Context: an optimization exercise on an open-source flow, tuned for small area, a short achievable clock period and few clock cycles per item. The choices shown serve that exercise and are no tape-out recipe.
Where RTL was checked, it was by simulation tests only, not by an equivalence proof against the original.
No functional check of the RTL was part of run 1.

==> flow/design.v (outline; a module is shown in full before it is edited, if it fits) <==
// module srgen: 3361 lines
// module srgen_hold64: 8 lines
// module srgen_ao21: 8 lines
// module srgen_an2: 7 lines
// module srgen_fa: 10 lines
module srgen (
    input  wire        clk,
    input  wire        rst,
    input  wire        cfg_valid,
    output wire        cfg_ready,
    input  wire [63:0] cfg_key,
    input  wire [31:0] cfg_site,
    input  wire [31:0] cfg_step,
    output reg         out_valid,
    input  wire        out_ready,
    output reg  [63:0] out_word
);
  // ...
==> flow/flow/run.sh <==
#!/bin/bash
# The standard layout (standard.sh) with the resizer's setup repair aiming
# for slack well above zero at the design's clock period; the SDC is the standard flow's,
# unchanged. Ports are buffered with buf_2 rather than the smallest buffer.
export SETUP_SLACK_MARGIN=21.4
export BUFFER_PORTS_ARGS="-buffer_cell sky130_fd_sc_hd__buf_2"
bash standard.sh > standard_flow.log 2>&1
==> flow/standard.sh <==
#!/bin/bash
# synth_recipe.tcl (not shown) runs the flow's synth.tcl, then flattens the netlist and writes it again
# the make line also repeats each setting of config.mk as NAME=value (left out here)
make -C /OpenROAD-flow-scripts/flow DESIGN_CONFIG=/design/flow/config.mk WORK_HOME=/design/flow/orfs CLKGATE_MAP_FILE= SYNTH_SCRIPT=/design/flow/synth_recipe.tcl "${@:-finish}"
==> flow/config.mk <==
export PLATFORM = sky130hd
export DESIGN_NAME = srgen
export DESIGN_NICKNAME = srgen
export VERILOG_FILES = /design/flow/design.v
export SDC_FILE = /design/flow/constraint.sdc
export NUM_CORES = 4
export LEC_CHECK = 0
export CAP_MARGIN = 40
export CORE_MARGIN = 2
export CORE_UTILIZATION = 55
export SLEW_MARGIN = 50
export SYNTH_HIERARCHICAL = 1
export SYNTH_MINIMUM_KEEP_SIZE = 0
==> flow/constraint.sdc <==
create_clock -name core_clock -period 28.0 [get_ports {clk}]
set_input_delay 5.6000 -clock core_clock [delete_from_list [all_inputs] [get_ports {clk}]]
set_output_delay 5.6000 -clock core_clock [all_outputs]
set_load 0.01 [all_outputs]
==> notes.md, run 1 <==
Cell Area, Placed 0.0543 mm²; final hold slack 0.481 ns; CP required 28.54 ns; wl on met1 79.1 mm; Util after Layout 0.697; Routed Antenna Nets 0; row cnt 111; most used cell, CP or3_4; met2 wire len 92.4 mm; HP Start run$_SDFFE_PP0P_; Ys Warns 7; Final Cycle Share 0.251; met1 Resource Use GR 0.620; most frequent cell after synthesis fa_1; clk sinks 267; final setup fails 0; most frequent cells in the layout 1289 x fa_1, 502 x buf_4, 255 x nand2_1; Hold Vio Cnt, Final 0; Core Region 0.0914 mm²; Critical Path End zin[30]$_DFF_P_; post-synthesis adder-cell area fraction 0.597; gr busiest metal met2; synthesis-stage register bit count 267; Worst Hold Class reg -> reg; Buffers, non-clock 816; outcome finished clean; number of instances in the placed design 5554; first-pass GRT wire length 312 mm; Root Driver clkbuf_16; clk_skew 0.0253 ns; RSZ-0062 raised after global routing yes; Final Cell Area 0.0637 mm²; DRC viols 0; mapped cell area 0.0505 mm²; GRT met2 Usage 0.676; total number of vias 40300; number of global-route vias before repair 42300; Tapcells 1186; DR WL/cell 36.6 µm
==> run 2, diff against run 1 <==
--- a/flow/design.v
+++ b/flow/design.v
@@ -3324,29 +3324,27 @@
 srgen_fa u_th_347 (.a(sb[2]), .b(sb[0]), .c(th_340), .s(th_347), .co(th_348));
     wire th_349, th_350;
 srgen_fa u_th_349 (.a(th_345), .b(th_342), .c(th_347), .s(th_349), .co(th_350));
     wire [63:0] th_r0 = {th_349, th_343, th_337, th_329, th_323, th_317, th_311, th_305, th_299, th_293, th_287, th_280, th_279, th_275, th_268, th_267, th_261, th_255, th_249, th_241, th_233, th_225, th_217, th_209, th_194, th_193, th_185, th_179, th_173, th_167, th_161, th_152, th_151, th_147, th_145, th_141, th_137, th_133, th_127, th_119, th_111, th_103, th_95, th_87, th_81, th_72, th_71, th_67, th_63, th_59, th_57, th_55, th_51, th_45, th_39, th_33, th_22, th_21, th_12, th_11, th_6, th_5, th_3, th_1};
     wire [63:0] th_r1 = {th_344, th_338, 1'b0, 1'b0, 1'b0, th_312, 1'b0, th_300, 1'b0, 1'b0, 1'b0, th_283, th_276, 1'b0, th_271, th_262, th_256, 1'b0, 1'b0, th_234, 1'b0, 1'b0, th_210, 1'b0, th_201, th_186, 1'b0, th_174, 1'b0, 1'b0, 1'b0, th_155, th_148, th_146, 1'b0, 1'b0, th_134, th_128, 1'b0, 1'b0, 1'b0, th_96, 1'b0, th_82, 1'b0, th_75, th_68, 1'b0, 1'b0, 1'b0, th_56, 1'b0, 1'b0, 1'b0, 1'b0, 1'b0, th_27, 1'b0, th_15, 1'b0, th_7, th_4, 1'b0, 1'b0};
     wire [63:0] tnext = th_r0 + th_r1;
     wire        selb = ph[1] | ph[3] | ph[5];
     wire [63:0] xmask = ph[1] ? cfg_key : (ph[3] ? tnext : 64'd0);
-    wire [63:0] ow_d;
-    srgen_hold64 u_hold (.q(out_word), .d(wb), .en(adv), .y(ow_d));
     always @(posedge clk) begin
         case (1'b1)
             ph[0]:   sbyte <= cfg_step[23:16];
             ph[1]:   sbyte <= cfg_step[15:8];
             ph[2]:   sbyte <= cfg_step[7:0];
             default: sbyte <= start ? cfg_step[31:24] : 8'd1;
         endcase
         tphi <= tnext;
         zin <= start ? sphi : (selb ? (wb ^ xmask) : tnext);
         mid <= q1;
-        out_word <= ow_d;
+        if (adv) out_word <= wb;
         if (rst) begin
             ph        <= 7'd0;
             run       <= 1'b0;
             rwd       <= 1'b0;
             rpl       <= 1'b0;
             out_valid <= 1'b0;
         end else begin
             ph  <= {ph[5:3], ph[2] & cfg_valid, ph[1:0], start};
@@ -3354,24 +3352,16 @@
             rpl <= rwd & ~start;
             if (start) run <= 1'b0;
             else if (ph[6]) run <= 1'b1;
             if (sync & ~start) out_valid <= 1'b1;
             else out_valid <= out_valid & ~out_ready & ~ph[2];
         end
     end
 endmodule
-module srgen_hold64 (
-    input  wire [63:0] q,
-    input  wire [63:0] d,
-    input  wire        en,
-    output wire [63:0] y
-);
-    assign y = en ? d : q;
-endmodule
 module srgen_ao21 (
     input  wire a,
     input  wire b,
     input  wire c,
     output wire y
 );
     assign y = a | (b & c);
 endmodule
==> flow/flow/run.sh (replaced) <==
#!/bin/bash
# The standard layout (standard.sh) with the resizer's setup repair aiming
# for slack well above zero at the design's clock period; the SDC is the standard flow's,
# unchanged. Ports are buffered with buf_2 rather than the smallest buffer.
export SETUP_SLACK_MARGIN=21
export BUFFER_PORTS_ARGS="-buffer_cell sky130_fd_sc_hd__buf_2"
bash standard.sh > standard_flow.log 2>&1
==> flow/config.mk (replaced) <==
export PLATFORM = sky130hd
export DESIGN_NAME = srgen
export DESIGN_NICKNAME = srgen
export VERILOG_FILES = /design/flow/design.v
export SDC_FILE = /design/flow/constraint.sdc
export NUM_CORES = 4
export LEC_CHECK = 0
export CAP_MARGIN = 40
export CORE_MARGIN = 2
export CORE_UTILIZATION = 55
export PLACE_DENSITY = 0.72
export SLEW_MARGIN = 50
export SYNTH_HIERARCHICAL = 1
export SYNTH_MINIMUM_KEEP_SIZE = 0
==> run 2 against run 1 <==
Compared with the run above:
- critical path depth rose by 1
- first-iteration DRC count fell by 5.3%
- worst setup slack got worse by 0.054 ns
- sequential share of layout area rose by 1.6 points
- highest routed layer unchanged
- area after synthesis fell by 0.25%
- worst hold slack got worse by 0.0044 ns
- non-clock buffer count fell by 292
- die area fell by 0.24%
==> notes.md, run 2 <==
final wirelength 203 mm (was 224 mm); final hold slack 0.477 ns (was 0.481 ns); Slew Limit Fails 0 (unchanged); most frequent cells in the layout 1392 x fa_1, 265 x buf_4, 250 x nand2_1 (was 1289 x fa_1, 502 x buf_4, 255 x nand2_1); Horiz. Die Dim 307 µm (about the same); first-pass GRT wire length 286 mm (was 312 mm); row cnt 111 (unchanged); CP arrival 7.53 ns (was 7.55 ns); grt total ovfl 0 (unchanged); Util after Layout 0.643 (was 0.697); Worst Hold Class reg -> reg (unchanged); 1st-iter DRT viols 4749 (was 5014); Final #Nets 6261 (was 6608); HP Start run$_SDFFE_PP0P_ (unchanged); Post-Synth Simple-Gate Area 0.0716 (was 0.0732); worst reg2reg path startpoint mid[34]$_DFF_P_ (was mid[8]$_DFF_P_); Root Driver clkbuf_16 (unchanged); Final Cell Area 0.0587 mm² (was 0.0637 mm²); largest net degree at the start of global routing 61 (was 56); Skew-Pair Late Insertion Delay 0.57 ns (was 0.65 ns); vias per inst 6.61 (was 6.59); I/O pin count 198 (unchanged); critical path peak fanout 13 (was 3); post-synthesis sequential area ratio 0.119 (was 0.106); Cell Area, Placed 0.0538 mm² (was 0.0543 mm²); FMAX 0.141 GHz (was 0.143 GHz); drt first pass iters 8 (was 7); top post-synthesis cells by area fa_1 56%, dfxtp_1 8.1%, ha_1 4.0% (was fa_1 56%, dfxtp_1 11%, ha_1 4.0%); Core Region 0.0912 mm² (was 0.0914 mm²); Syn Area/Cell 12.3 µm² (was 12.2 µm²); CP required 28.46 ns (was 28.54 ns); outcome finished clean (unchanged); Layout Cells excl Fill 5776 (was 6123); Hold Vio Cnt, Final 0 (unchanged); total number of vias 38200 (was 40300); dpl hpwl 160 mm (was 167 mm); Final Cycle Share 0.253 (was 0.251); Final Critical Period 7.07 ns (was 7.02 ns); number of global-route vias before repair 39800 (was 42300); Area growth syn-to-layout 16.4% (was 26.1%); top cell type's share of synthesized area 0.559 (was 0.557); largest family of logic cells by synthesized area adder cells (unchanged); final setup fails 0 (unchanged); layout cells sized above 1 0.220 (was 0.339); Slew @ Worst Pin 0.902 ns (was 0.765 ns); Top Registers mid: 64 flops, out_word: 64 flops, zin: 64 flops (unchanged); post-synthesis compound-gate area fraction 0.104 (about the same); CTS Buf Count 34 (was 31); cells after synthesis 4102 (was 4156); die area 0.0941 mm² (was 0.0943 mm²); initial antenna violation count 5 (unchanged); post-synthesis xor/xnor area fraction 0.0717 (was 0.0673); DR WL/cell 35.1 µm (was 36.6 µm); Die Height 307 µm (about the same); clk buf depth 3 (unchanged); TNS Setup 0 ns (unchanged); Commonest cells post-synth 1407 x fa_1, 275 x inv_1, 255 x nand2_1 (was 1407 x fa_1, 267 x dfxtp_1, 264 x inv_1, 264 x nand2_1, 179 x xnor2_1); post-synthesis adder-cell area fraction 0.599 (was 0.597); async set-reset flop share out of synthesis 0 (unchanged); relative slew slack 0.394 (was 0.488); Unique masters post-synth 98 (was 108); most common cell after layout, fill and taps aside fa_1 (unchanged); Synth Flop Type dfxtp_1 (unchanged); Crit Path Category in -> reg (unchanged); clock-pin slew on the worst setup and hold paths 0.06 ns (was 0.07 ns); mapped cell area 0.0504 mm² (was 0.0505 mm²); routability cong. 1.03 (was 1.05); EDFF count, synth 64 (was 0); RSZ-0062 raised after global routing yes (unchanged); CP Launch Point cfg_site[23] (was cfg_site[26]); clk_skew 0.0421 ns (was 0.0253 ns); Port Buffers 197 (unchanged); Ys Warns 7 (unchanged); H-tree levels 2 (was 1); # fillers 6956 (was 6621); number of instances in the placed design 5494 (was 5554); crit end category flop (unchanged); CTS hold repair buffers 0 (unchanged); max-cap violation count 0 (unchanged); CTS tree done (unchanged); Routed Antenna Nets 0 (unchanged); DRC viols 0 (unchanged); clk sinks 267 (unchanged); syn_nets 5802 (was 5856); synthesis-stage register bit count 267 (unchanged); Initial Utilization 0.552 (was 0.553); total track usage 0.437 (was 0.481); post-synth top area cell fa_1 (unchanged); most frequent cell after synthesis fa_1 (unchanged); mux cell area share after synthesis 0.00712 (was 0.0233); CP startpoint kind input pin (unchanged)
[run 2: cell count changes in the layout (fill, tap and decap cells not counted), sizes merged, moves of 10 or more]
| cell | before | now |
|---|---|---|
| xor2 | 166 | 179 |
| o21bai | 14 | 27 |
| inv | 207 | 237 |
| clkinvlp | 62 | 44 |
| mux2 | 69 | 7 |
| a21oi | 170 | 181 |
| buf | 813 | 521 |
| nand2 | 265 | 255 |
| dfxtp | 267 | 203 |
| nor2 | 129 | 96 |
| edfxtp | 0 | 64 |
| mux2i | 17 | 28 |
[run 2: kinds of logic (layout without fill, tap and decap cells)]
group                    count (synthesis)  after routing
AND/OR/NAND/NOR                        719            720
adder cells (fa/ha/maj)               1568           1568
flip-flops                             267            267
multiplexers                            35             35
buffers and inverters                  377            861
XOR/XNOR                               369            369
other                                    0              3
AO/OA/AOI/OAI                          767            767
[run 2: per-layer routing]
metal,vias up,routed length [µm],global-route usage
met4,10,13800,0.230
met2,3125,87500,0.636
met5,-,92,0
met1,19800,72400,0.575
li1,14500,-,-
met3,710,28900,0.161
[run 2: path summary, 6_finish.rpt]
| check | end | slack, ns | cells past startpoint |
|---|---|---|---|
| worst max-delay path | zin[26]$_DFF_P_ | 20.93 | 10 |
| worst min-delay path | rwd$_SDFF_PP0_ | 0.48 | 2 |
| worst max register to register | zin[26]$_DFF_P_ | 20.98 | 22 |
| worst min register to register | rwd$_SDFF_PP0_ | 0.48 | 2 |
[run 2: final cells by class]
type                       instances  area, µm²  area share
antenna                            3       7.51    0.000128
clock buffer                      39        901      0.0153
clock inverter                    23        275     0.00469
inverter                         275       1240      0.0211
multi-input combinational       3459      44600       0.760
sequential                       267       6150       0.105
tap                             1186       1480      0.0253
timing repair buffer             524       4000      0.0682
[run 2: worst max-delay path, cell delays in order]
cell     delay [ns]
buf_2          0.18
and2_1         0.22
or3_1          0.32
a21o_1         0.16
a21o_1         0.15
a21o_1         0.19
xor2_2         0.29
o21ai_1        0.16
a31oi_1        0.17
o21ai_1        0.08
[run 2: per-module statistics from Yosys, one instance, submodules excluded]
module | cells inside | times used | flip-flops and latches
srgen | 2561 | 1 | 267
srgen_fa | 1 | 1405 | 0
srgen_ao21 | 1 | 70 | 0
srgen_an2 | 1 | 66 | 0
[run 2: repair_timing]
item                                    CTS  global route
pin swaps                                15            48
setup buffers                           112           100
gates cloned                              2             2
endpoints found under the setup margin  185           107
gates resized for setup                 239           229
[run 2: through the flow]
step / worst slack (ns)
finish: 20.93
detailed placement: 19.52
floorplan: 20.81
global placement: 19.31
global route: 20.86
CTS: 20.79
Testbench counts of run 2, summed over its fixed seeds: cycles 13,025, items 10,457.
==> run 3, diff against run 2 <==
--- a/flow/config.mk
+++ b/flow/config.mk
@@ -8,7 +8,6 @@
 export CAP_MARGIN = 40
 export CORE_MARGIN = 2
 export CORE_UTILIZATION = 55
-export PLACE_DENSITY = 0.72
 export SLEW_MARGIN = 50
 export SYNTH_HIERARCHICAL = 1
 export SYNTH_MINIMUM_KEEP_SIZE = 0
==> run 3 against run 2 <==
Compared with the run above:
- largest cell class unchanged
- area after synthesis unchanged
- die area stayed put
- highest routed layer unchanged
- sequential share of layout area is essentially flat
- worst hold slack improved by 0.016 ns
- critical path depth down 2
- core utilization rose by 0.26 points
- worst setup slack improved by 0.078 ns
==> notes.md, run 3 <==
most frequent cells in the layout 1376 x fa_1, 312 x buf_4, 252 x nand2_1 (was 1392 x fa_1, 265 x buf_4, 250 x nand2_1); critical path peak fanout 14 (was 13); Synth Flop Type dfxtp_1 (unchanged); largest family of logic cells by synthesized area adder cells (unchanged); dpl hpwl 166 mm (was 160 mm); post-synthesis xor/xnor area fraction 0.0717 (unchanged); CP required 28.44 ns (was 28.46 ns); die area 0.0941 mm² (unchanged); Worst Hold Class reg -> reg (unchanged); EDFF count, synth 64 (unchanged); drt first pass iters 6 (was 8); Root Driver clkbuf_16 (unchanged); Commonest cells post-synth 1407 x fa_1, 275 x inv_1, 255 x nand2_1 (unchanged); Unique masters post-synth 98 (unchanged); I/O pin count 198 (unchanged); initial antenna violation count 4 (was 5); CP arrival 7.43 ns (was 7.53 ns); clk buf depth 3 (unchanged); max-cap violation count 0 (unchanged); most common cell after layout, fill and taps aside fa_1 (unchanged); largest net degree at the start of global routing 54 (was 61); number of global-route vias before repair 39800 (about the same); crit end category flop (unchanged); layout cells sized above 1 0.228 (was 0.220); top cell type's share of synthesized area 0.559 (unchanged); Top Registers mid: 64 flops, out_word: 64 flops, zin: 64 flops (unchanged); Core Region 0.0912 mm² (unchanged); Final Critical Period 6.99 ns (was 7.07 ns); number of instances in the placed design 5502 (was 5494); final hold slack 0.493 ns (was 0.477 ns); outcome finished clean (unchanged); clk_skew 0.0215 ns (was 0.0421 ns); cells after synthesis 4102 (unchanged); clock-pin slew on the worst setup and hold paths 0.05 ns (was 0.06 ns); Slew Limit Fails 0 (unchanged); Post-Synth Simple-Gate Area 0.0716 (unchanged); clk sinks 267 (unchanged); post-synthesis sequential area ratio 0.119 (unchanged); Skew-Pair Late Insertion Delay 0.57 ns (about the same); DRC viols 0 (unchanged); grt total ovfl 0 (unchanged); async set-reset flop share out of synthesis 0 (unchanged); Area growth syn-to-layout 16.9% (was 16.4%); final wirelength 210 mm (was 203 mm); Ys Warns 7 (unchanged); top post-synthesis cells by area fa_1 56%, dfxtp_1 8.1%, ha_1 4.0% (unchanged); post-synth top area cell fa_1 (unchanged); Syn Area/Cell 12.3 µm² (unchanged); # fillers 7200 (was 6956); TNS Setup 0 ns (unchanged); total number of vias 38000 (was 38200); Slew @ Worst Pin 0.793 ns (was 0.902 ns); synthesis-stage register bit count 267 (unchanged); row cnt 111 (unchanged); CTS tree done (unchanged); Die Height 307 µm (unchanged); post-synthesis compound-gate area fraction 0.104 (unchanged); routability cong. 1.05 (was 1.03); mux cell area share after synthesis 0.00712 (unchanged); Initial Utilization 0.552 (unchanged); CTS hold repair buffers 0 (unchanged); CTS Buf Count 34 (unchanged); footprint of the multi-input gates 0.0446 mm² (about the same); Reg area 0.00615 mm² (about the same); Final #Nets 6312 (was 6261); Crit Path Category in -> reg (unchanged); Hold Vio Cnt, Final 0 (unchanged); Horiz. Die Dim 307 µm (unchanged); vias per inst 6.52 (was 6.61); RSZ-0062 raised after global routing yes (unchanged); DR WL/cell 36.1 µm (was 35.1 µm); H-tree levels 2 (unchanged); CP startpoint kind input pin (unchanged); final setup fails 0 (unchanged); mapped cell area 0.0504 mm² (unchanged); most frequent cell after synthesis fa_1 (unchanged); relative slew slack 0.467 (was 0.394); 1st-iter DRT viols 4738 (was 4749); Routed Antenna Nets 0 (unchanged); Port Buffers 197 (unchanged); total track usage 0.456 (was 0.437); Layout Cells excl Fill 5825 (was 5776); FMAX 0.143 GHz (was 0.141 GHz); first-pass GRT wire length 296 mm (was 286 mm); syn_nets 5802 (unchanged); post-synthesis adder-cell area fraction 0.599 (unchanged); Final Cycle Share 0.250 (was 0.253)
==> run 3: cell counts after synthesis <==
No cell type changed its count.
==> run 3: path summary, 6_finish.rpt <==
path	startpoint	endpoint	slack, ns	cells past startpoint
worst max-delay path	cfg_valid	zin[3]$_DFF_P_	21.01	8
worst min-delay path	run$_SDFFE_PP0P_	run$_SDFFE_PP0P_	0.49	2
worst max register to register	mid[25]$_DFF_P_	zin[11]$_DFF_P_	21.07	20
worst min register to register	run$_SDFFE_PP0P_	run$_SDFFE_PP0P_	0.49	2
==> run 3: repair_timing <==
action,CTS,global route
pin swaps,26,47
buffers inserted,136,120
gates resized for setup,277,188
endpoints found under the setup margin,176,91
cloned,2,2
==> run 3: cell families (layout without fill, tap and decap cells) <==
family / count (synthesis) / count (layout)
AO/OA/AOI/OAI: 767 / 767
XOR/XNOR: 369 / 369
adder cells (fa/ha/maj): 1568 / 1568
buffers and inverters: 377 / 910
flip-flops: 267 / 267
multiplexers: 35 / 35
other: 0 / 3
AND/OR/NAND/NOR: 719 / 720
==> run 3: final cells by class <==
type                            count  area share
Clock buffer                       45      0.0158
Multi-Input combinational cell   3459       0.756
Tap cell                         1186      0.0252
Timing Repair Buffer              575      0.0747
Sequential cell                   267       0.104
Antenna cell                        3    0.000127
Clock inverter                     15     0.00270
Inverter                          275      0.0211
==> run 3: through the flow <==
stage	util	cell area [µm²]	worst slack, ns
after global routing	0.646	58900	20.96
final	0.646	58900	21.01
after CTS	0.626	57100	20.93
after global placement	0.587	53600	19.12
after detailed placement	0.591	53900	19.42
after floorplan	-	50600	20.81
==> run 3: metal layers <==
metal	share of wire	global-route usage	up-vias
li1	-	-	14600
met1	0.37	0.606	19800
met2	0.42	0.653	2850
met3	0.14	0.182	671
met4	0.069	0.230	6
met5	0.00017	0	-
==> run 3: worst max-delay path, cell delays in order <==
cell      delay, ns
buf_2          0.10
nor4b_4        0.12
buf_4          0.18
and2_2         0.23
nor2_4         0.48
o221ai_1       0.22
a221o_1        0.35
o221ai_1       0.13
==> run 3: per-module statistics from Yosys (local to each module, per instance) <==
| module | cells inside | area, µm² |
|---|---|---|
| srgen | 2561 | 21300 |
| srgen_fa | 1 | 20.0 |
| srgen_an2 | 1 | 6.26 |
| srgen_ao21 | 1 | 7.51 |
==> run 4, diff against run 3 <==
==> flow/flow/run.sh (replaced) <==
#!/bin/bash
# The standard layout (standard.sh) with the resizer's setup repair aiming
# for slack well above zero at the design's clock period; the SDC is the standard flow's,
# unchanged. Ports are buffered with buf_2 rather than the smallest buffer.
export SETUP_SLACK_MARGIN=20.8
export BUFFER_PORTS_ARGS="-buffer_cell sky130_fd_sc_hd__buf_2"
bash standard.sh > standard_flow.log 2>&1
--- a/flow/config.mk
+++ b/flow/config.mk
@@ -8,6 +8,7 @@
 export CAP_MARGIN = 40
 export CORE_MARGIN = 2
 export CORE_UTILIZATION = 55
+export PLACE_DENSITY = 0.72
 export SLEW_MARGIN = 50
 export SYNTH_HIERARCHICAL = 1
 export SYNTH_MINIMUM_KEEP_SIZE = 0
==> run 4 against run 3 <==
Compared with the run above:
- still clean on timing, DRC and antenna
- core utilization decreased by 1.9 points
- worst hold slack got worse by 0.034 ns
- register-to-register slack got worse by 0.22 ns
- global-route usage decreased by 3.0 points
- via count decreased by 0.79%
- first-iteration DRC count decreased by 4.5%
- wire length decreased by 6.3%
- clock-buffer cell count decreased by 4
==> notes.md, run 4 <==
Die Height 307 µm (unchanged); crit end category flop (unchanged); largest net degree at the start of global routing 54 (unchanged); Unique masters post-synth 98 (unchanged); crit-path cells buf_2 > and2_1 > or3_1 > a21o_1 > a21o_1 > a21o_1 > xor2_1 > o21ai_0 > a31oi_1 > o21ai_0 (was buf_2 > nor4b_4 > buf_4 > and2_2 > nor2_4 > o221ai_1 > a221o_1 > o221ai_1); critical path peak fanout 13 (was 14); FMAX 0.139 GHz (was 0.143 GHz); Global Route met3 Usage 0.165 (was 0.182); Top Registers mid: 64 flops, out_word: 64 flops, zin: 64 flops (unchanged); post-synthesis sequential area ratio 0.119 (unchanged); CP max stage cell xor2_1 (was nor2_4); initial antenna violation count 2 (was 4); Initial Utilization 0.552 (unchanged); DRC viols 0 (unchanged); cells after synthesis 4102 (unchanged); relative slew slack 0.479 (was 0.467); grt total ovfl 0 (unchanged); CP Launch Point cfg_site[23] (was cfg_valid); CTS hold repair buffers 0 (unchanged); Root Driver clkbuf_16 (unchanged); Slew @ Worst Pin 0.776 ns (was 0.793 ns); Skew-Pair Late Insertion Delay 0.58 ns (was 0.57 ns); # fillers 7065 (was 7200); clk buf depth 3 (unchanged); H-tree levels 2 (unchanged); Final #Nets 6198 (was 6312); 1st-iter DRT viols 4524 (was 4738); Final Cell Area 0.0572 mm² (was 0.0589 mm²); syn_nets 5802 (unchanged); Worst R2R Setup Slack 20.85 ns (was 21.07 ns); Synth Flop Type dfxtp_1 (unchanged); clk sinks 267 (unchanged); Worst R2R End zin[63]$_SDFF_PP1_ (was zin[11]$_DFF_P_); CP arrival 7.65 ns (was 7.43 ns); Horiz. Die Dim 307 µm (unchanged); final wirelength 197 mm (was 210 mm); Crit Path Category in -> reg (unchanged); I/O pin count 198 (unchanged); Worst Path Buf+Inv 1 (was 2); final hold slack 0.459 ns (was 0.493 ns); most used cell, CP a21o_1 (was o221ai_1); Commonest cells post-synth 1407 x fa_1, 275 x inv_1, 255 x nand2_1 (unchanged); outcome finished clean (unchanged); Area growth syn-to-layout 13.5% (was 16.9%); Final Cycle Share 0.257 (was 0.250); vias per inst 6.60 (was 6.52); Syn Area/Cell 12.3 µm² (unchanged); final setup fails 0 (unchanged); RSZ-0062 raised after global routing yes (unchanged); gr busiest metal met2 (unchanged); met1 Resource Use GR 0.548 (was 0.606); total number of vias 37700 (was 38000); Final Critical Period 7.19 ns (was 6.99 ns); DR WL/cell 34.5 µm (was 36.1 µm); mapped cell area 0.0504 mm² (unchanged); die area 0.0941 mm² (unchanged); clock-pin slew on the worst setup and hold paths 0.06 ns (was 0.05 ns); GRT met2 Usage 0.620 (was 0.653); number of global-route vias before repair 40200 (was 39800); Critical Path Stages 10 (was 8); CP max stage delay 0.46 ns (was 0.48 ns); Hold Vio Cnt, Final 0 (unchanged); Ys Warns 7 (unchanged); layout cells sized above 1 0.191 (was 0.228); clk_skew 0.0348 ns (was 0.0215 ns); dpl hpwl 158 mm (was 166 mm); most frequent cells in the layout 1402 x fa_1, 253 x nand2_1, 224 x buf_4 (was 1376 x fa_1, 312 x buf_4, 252 x nand2_1); post-synth top area cell fa_1 (unchanged); CP required 28.46 ns (was 28.44 ns); Slew Limit Fails 0 (unchanged); CP startpoint kind input pin (unchanged); worst reg2reg path startpoint mid[30]$_DFF_P_ (was mid[25]$_DFF_P_); total track usage 0.426 (was 0.456); synthesis-stage register bit count 267 (unchanged); Worst R2R Path Depth 19 (was 20); CP delay by family, top compound AO/OA/AOI/OAI gates (was simple AND/OR/NAND/NOR gates); Worst Hold Class reg -> reg (unchanged); first-pass GRT wire length 281 mm (was 296 mm); Cell Area, Placed 0.0537 mm² (was 0.0539 mm²); async set-reset flop share out of synthesis 0 (unchanged); most common cell after layout, fill and taps aside fa_1 (unchanged); Routed Antenna Nets 0 (unchanged); drt first pass iters 6 (unchanged); Final WS setup 20.81 ns (was 21.01 ns); top cell type's share of synthesized area 0.559 (unchanged); TNS Setup 0 ns (unchanged); CTS Buf Count 35 (was 34); row cnt 111 (unchanged); Core Region 0.0912 mm² (unchanged); Critical Path End zin[26]$_DFF_P_ (was zin[3]$_DFF_P_); routability cong. 1.06 (was 1.05); CTS tree done (unchanged); Place WS 19.76 ns (was 19.42 ns); top post-synthesis cells by area fa_1 56%, dfxtp_1 8.1%, ha_1 4.0% (unchanged); Port Buffers 197 (unchanged); most frequent cell after synthesis fa_1 (unchanged); max-cap violation count 0 (unchanged); EDFF count, synth 64 (unchanged)
## run 4: cell counts after synthesis
Identical to the previous run, type by type.
## run 4: what timing repair did
| action | in CTS | in global routing |
|---|---|---|
| endpoints found under the setup margin | 106 | 94 |
| cloned | 0 | 2 |
| resized for setup | 142 | 162 |
| setup buffers | 88 | 63 |
| pin swaps | 4 | 13 |
## run 4: how the worst min path moves through the flow
stage | start | slack, ns | endpoint | cells past startpoint
CTS | ph[4]$_SDFF_PP0_ | 0.46 | ph[5]$_SDFF_PP0_ | 1
global route | ph[4]$_SDFF_PP0_ | 0.47 | ph[5]$_SDFF_PP0_ | 1
floorplan | ph[4]$_SDFF_PP0_ | 0.44 | ph[5]$_SDFF_PP0_ | 1
finish | ph[4]$_SDFF_PP0_ | 0.46 | ph[5]$_SDFF_PP0_ | 1
detailed placement | ph[4]$_SDFF_PP0_ | 0.45 | ph[5]$_SDFF_PP0_ | 1
global placement | ph[4]$_SDFF_PP0_ | 0.45 | ph[5]$_SDFF_PP0_ | 1
## run 4: per-stage QoR
| stage | utilization | std cells |
|---|---|---|
| 2_1_floorplan | - | 4102 |
| 3_3_place_gp | 0.586 | 5492 |
| 3_5_place_dp | 0.588 | 5494 |
| 4_1_cts | 0.614 | 5646 |
| 5_1_grt | 0.627 | 5712 |
| 6_report | 0.627 | 5713 |
## run 4: area by class of cell
| class | instances | area (µm²) | area share |
|---|---|---|---|
| antenna | 2 | 5.00 | 0.0000875 |
| clock buffer | 41 | 940 | 0.0164 |
| clock inverter | 23 | 233 | 0.00407 |
| inverter | 275 | 1260 | 0.0220 |
| multi-input combinational | 3459 | 43900 | 0.768 |
| sequential | 267 | 6120 | 0.107 |
| tap | 1186 | 1480 | 0.0259 |
| timing repair buffer | 460 | 3240 | 0.0566 |
## run 4: logic make-up after synthesis
kind of cell               synth area share
AOI/OAI and AO/OA                     0.104
adders and majority gates             0.599
xor gates and xnor gates             0.0717
and+or+nand+nor                      0.0716
DFF                                   0.119
muxes                               0.00712
buffers and inverters                0.0281
## run 4: metal layers
metal | vias up | wire, µm
met4 | 2 | 14400
met1 | 19500 | 69800
li1 | 14400 | -
met2 | 3033 | 84500
met5 | - | 55
met3 | 768 | 28100
## run 4: modules after synthesis, one instance, submodules excluded
| module | cells | area, µm² | flip-flops and latches |
|---|---|---|---|
| srgen | 2561 | 21300 | 267 |
| srgen_fa | 1 | 20.0 | 0 |
| srgen_ao21 | 1 | 7.51 | 0 |
| srgen_an2 | 1 | 6.26 | 0 |
==> run 5, diff against run 4 <==
==> flow/flow/run.sh (replaced) <==
#!/bin/bash
# The standard layout (standard.sh) with the resizer's setup repair aiming
# for slack well above zero at the design's clock period; the SDC is the standard flow's,
# unchanged. Ports are buffered with buf_2 rather than the smallest buffer.
export SETUP_SLACK_MARGIN=20.9
export BUFFER_PORTS_ARGS="-buffer_cell sky130_fd_sc_hd__buf_2"
bash standard.sh > standard_flow.log 2>&1
==> run 5 against run 4 <==
Compared with the run above:
- area after synthesis did not move
- highest routed layer unchanged
- still clean
- largest cell class unchanged
- clock-buffer cell count rose by 3
- sequential cell count did not move
- core utilization rose by 1.0 points
- synthesized cell count did not move
- worst setup slack improved by 0.13 ns
- cell area rose by 1.6%
- global-route usage rose by 0.49 points
- critical path depth did not move
- non-clock buffer count rose by 71
- critical endpoint unchanged
==> notes.md, run 5 <==
Skew-Pair Late Insertion Delay 0.57 ns (was 0.58 ns); final setup fails 0 (unchanged); most frequent cells in the layout 1397 x fa_1, 281 x buf_4, 252 x nand2_1 (was 1402 x fa_1, 253 x nand2_1, 224 x buf_4); Core Region 0.0912 mm² (unchanged); Die Height 307 µm (unchanged); Place WS 19.44 ns (was 19.76 ns); most frequent cell after synthesis fa_1 (unchanged); Area growth syn-to-layout 15.3% (was 13.5%); Worst R2R Setup Slack 21.01 ns (was 20.85 ns); CTS tree done (unchanged); async set-reset flop share out of synthesis 0 (unchanged); CTS Buf Count 35 (unchanged); clock-pin slew on the worst setup and hold paths 0.06 ns (about the same); Synth Flop Type dfxtp_1 (unchanged); FMAX 0.142 GHz (was 0.139 GHz); Port Buffers 197 (unchanged); Hold Vio Cnt, Final 0 (unchanged); hold path depth 2 (was 1); met2 wire len 85.7 mm (was 84.5 mm); EDFF count, synth 64 (unchanged); max-cap violation count 0 (unchanged); initial antenna violation count 3 (was 2); routability cong. 1.05 (was 1.06); most common cell after layout, fill and taps aside fa_1 (unchanged); 1st-iter DRT viols 4905 (was 4524); hold endpoint rwd$_SDFF_PP0_ (was ph[5]$_SDFF_PP0_); Final Cycle Share 0.252 (was 0.257); CP arrival 7.51 ns (was 7.65 ns); Final #Nets 6269 (was 6198); Final Critical Period 7.06 ns (was 7.19 ns); crit end category flop (unchanged); worst reg2reg path startpoint zin[41]$_SDFF_PP0_ (was mid[30]$_DFF_P_); wl on met1 70.2 mm (was 69.8 mm); critical path peak fanout 13 (unchanged); Initial Utilization 0.552 (unchanged); HP Start run$_SDFFE_PP0P_ (was ph[4]$_SDFF_PP0_); Commonest cells post-synth 1407 x fa_1, 275 x inv_1, 255 x nand2_1 (unchanged); Worst Hold Class reg -> reg (unchanged); Horiz. Die Dim 307 µm (unchanged); Final WS setup 20.94 ns (was 20.81 ns); post-synthesis sequential area ratio 0.119 (unchanged); mapped cell area 0.0504 mm² (unchanged); row cnt 111 (unchanged); TNS Setup 0 ns (unchanged); Worst R2R End mid[30]$_DFF_P_ (was zin[63]$_SDFF_PP1_); footprint of the multi-input gates 0.0441 mm² (was 0.0439 mm²); Top Metal Used met5 (unchanged); clk buf depth 3 (unchanged); dpl hpwl 158 mm (about the same); top cell type's share of synthesized area 0.559 (unchanged); CTS hold repair buffers 0 (unchanged); DRC viols 0 (unchanged); Ys Warns 7 (unchanged); largest net degree at the start of global routing 54 (unchanged); final wirelength 200 mm (was 197 mm); synthesis-stage register bit count 267 (unchanged); Root Driver clkbuf_16 (unchanged); Routed Antenna Nets 0 (unchanged); Reg area 0.00613 mm² (was 0.00612 mm²); layout cells sized above 1 0.205 (was 0.191); first-pass GRT wire length 285 mm (was 281 mm); outcome finished clean (unchanged); number of global-route vias before repair 40300 (was 40200); top post-synthesis cells by area fa_1 56%, dfxtp_1 8.1%, ha_1 4.0% (unchanged); Slew @ Worst Pin 0.771 ns (was 0.776 ns); metal3 WL 29.4 mm (was 28.1 mm); RSZ-0062 raised after global routing yes (unchanged); cells after synthesis 4102 (unchanged); post-synth top area cell fa_1 (unchanged); clk_skew 0.0288 ns (was 0.0348 ns); DR WL/cell 34.6 µm (was 34.5 µm); total number of vias 38300 (was 37700); Slew Limit Fails 0 (unchanged); vias per inst 6.62 (was 6.60); # fillers 7017 (was 7065); relative slew slack 0.485 (was 0.479); final hold slack 0.475 ns (was 0.459 ns); Crit Path Category in -> reg (unchanged); clk sinks 267 (unchanged); H-tree levels 2 (unchanged); total track usage 0.431 (was 0.426); Top Registers mid: 64 flops, out_word: 64 flops, zin: 64 flops (unchanged); grt total ovfl 0 (unchanged); drt first pass iters 9 (was 6); CP startpoint kind input pin (unchanged); Worst R2R Path Depth 23 (was 19); Syn Area/Cell 12.3 µm² (unchanged); die area 0.0941 mm² (unchanged); CP required 28.44 ns (was 28.46 ns); syn_nets 5802 (unchanged); I/O pin count 198 (unchanged); Unique masters post-synth 98 (unchanged)
## run 5: cell type report
class,instances,share of cell area
multi-input cells,3459,0.759
flip-flops and latches,267,0.105
repair buffers,531,0.0682
well taps,1186,0.0255
inverters,275,0.0215
clock buffers,44,0.0160
clock inverters,19,0.00402
diodes,1,0.0000430
## run 5: timing repair
item	CTS	global route
resized for setup	181	182
setup buffers	92	122
pin swaps	10	33
setup endpoints to repair	140	104
gates cloned	4	2
## run 5: per-stage QoR
step / cells / utilization / area, µm²
2_1_floorplan: 4102 / - / 50500
3_3_place_gp: 5496 / 0.587 / 53500
3_5_place_dp: 5498 / 0.589 / 53700
4_1_cts: 5657 / 0.618 / 56400
5_1_grt: 5781 / 0.637 / 58100
6_report: 5782 / 0.637 / 58100
## run 5: how the worst max path moves through the flow
| stage | slack (ns) | startpoint | cells after the start | endpoint |
|---|---|---|---|---|
| floorplan | 20.81 | cfg_site[14] | 7 | zin[27]$_DFF_P_ |
| global placement | 19.55 | ph[1]$_SDFF_PP0_ | 25 | zin[57]$_SDFF_PP1_ |
| detailed placement | 19.44 | ph[1]$_SDFF_PP0_ | 25 | zin[33]$_DFF_P_ |
| CTS | 20.87 | mid[1]$_DFF_P_ | 20 | zin[59]$_SDFF_PP1_ |
| global route | 20.83 | mid[3]$_DFF_P_ | 24 | zin[26]$_DFF_P_ |
| finish | 20.94 | cfg_site[23] | 10 | zin[26]$_DFF_P_ |
## run 5: cell families (layout without fill, tap and decap cells)
group           count (synthesis)  in the layout  share of synthesized area
fa+ha+maj                    1568           1568                      0.599
compound gates                767            767                      0.104
simple gates                  719            720                     0.0716
buf+inv                       377            869                     0.0281
xor+xnor                      369            369                     0.0717
flops                         267            267                      0.119
mux                            35             35                    0.00712
other cells                     0              1                          0
## run 5: routing by layer
metal / global-route usage / up-vias
li1: - / 14500
met1: 0.566 / 19700
met2: 0.624 / 3265
met3: 0.157 / 769
met4: 0.240 / 8
met5: 0 / -
## run 5: Yosys stat by module (local to each module, per instance)
module      cell area (µm²)  flip-flops and latches
srgen                 21300                     267
srgen_an2              6.26                       0
srgen_ao21             7.51                       0
srgen_fa               20.0                       0
## run 5: critical path, stage by stage
cell	delay [ns]
buf_2	0.18
and2_1	0.22
or3_1	0.33
a21o_1	0.17
a21o_1	0.15
a21o_1	0.20
xor2_4	0.26
o21ai_0	0.15
a31oi_1	0.16
o21ai_0	0.09

==> static timing again, ports no longer ideal <==
How much do the figures lean on ideal ports? The routed layouts below were timed once more, with nothing changed but the port constraints. Step 1: set_driving_cell puts a clkbuf_16 on clk and a buf_2 on each other input, an assumption about the parent block. Step 2 times the ports against the registers' clock, not the clock port: input delays grow and output delays shrink by t, the midpoint of the rising clock arrivals with the driver on. Three values: ideal ports, drivers, drivers and shift; two values: the first two.
run	shift t [ns]	setup WS [ns]	latest minus earliest clock arrival (ns)	worst slew at a driven data input, ns
run 1	0.711	20.983 / 21.016 / 20.305	0.025 / 0.026	0.08
run 2	0.617	20.929 / 20.973 / 20.356	0.044 / 0.044	0.09
run 3	0.623	21.006 / 21.007 / 20.384	0.022 / 0.021	0.08
run 4	0.629	20.809 / 20.847 / 20.225	0.035 / 0.035	0.07
run 5	0.623	20.939 / 20.899 / 20.276	0.030 / 0.030	0.11
After both steps every run listed still meets setup and hold. For run 1, which loses most, drivers alone change the setup slack by +0.033 ns; drivers and shift together by -0.678 ns.
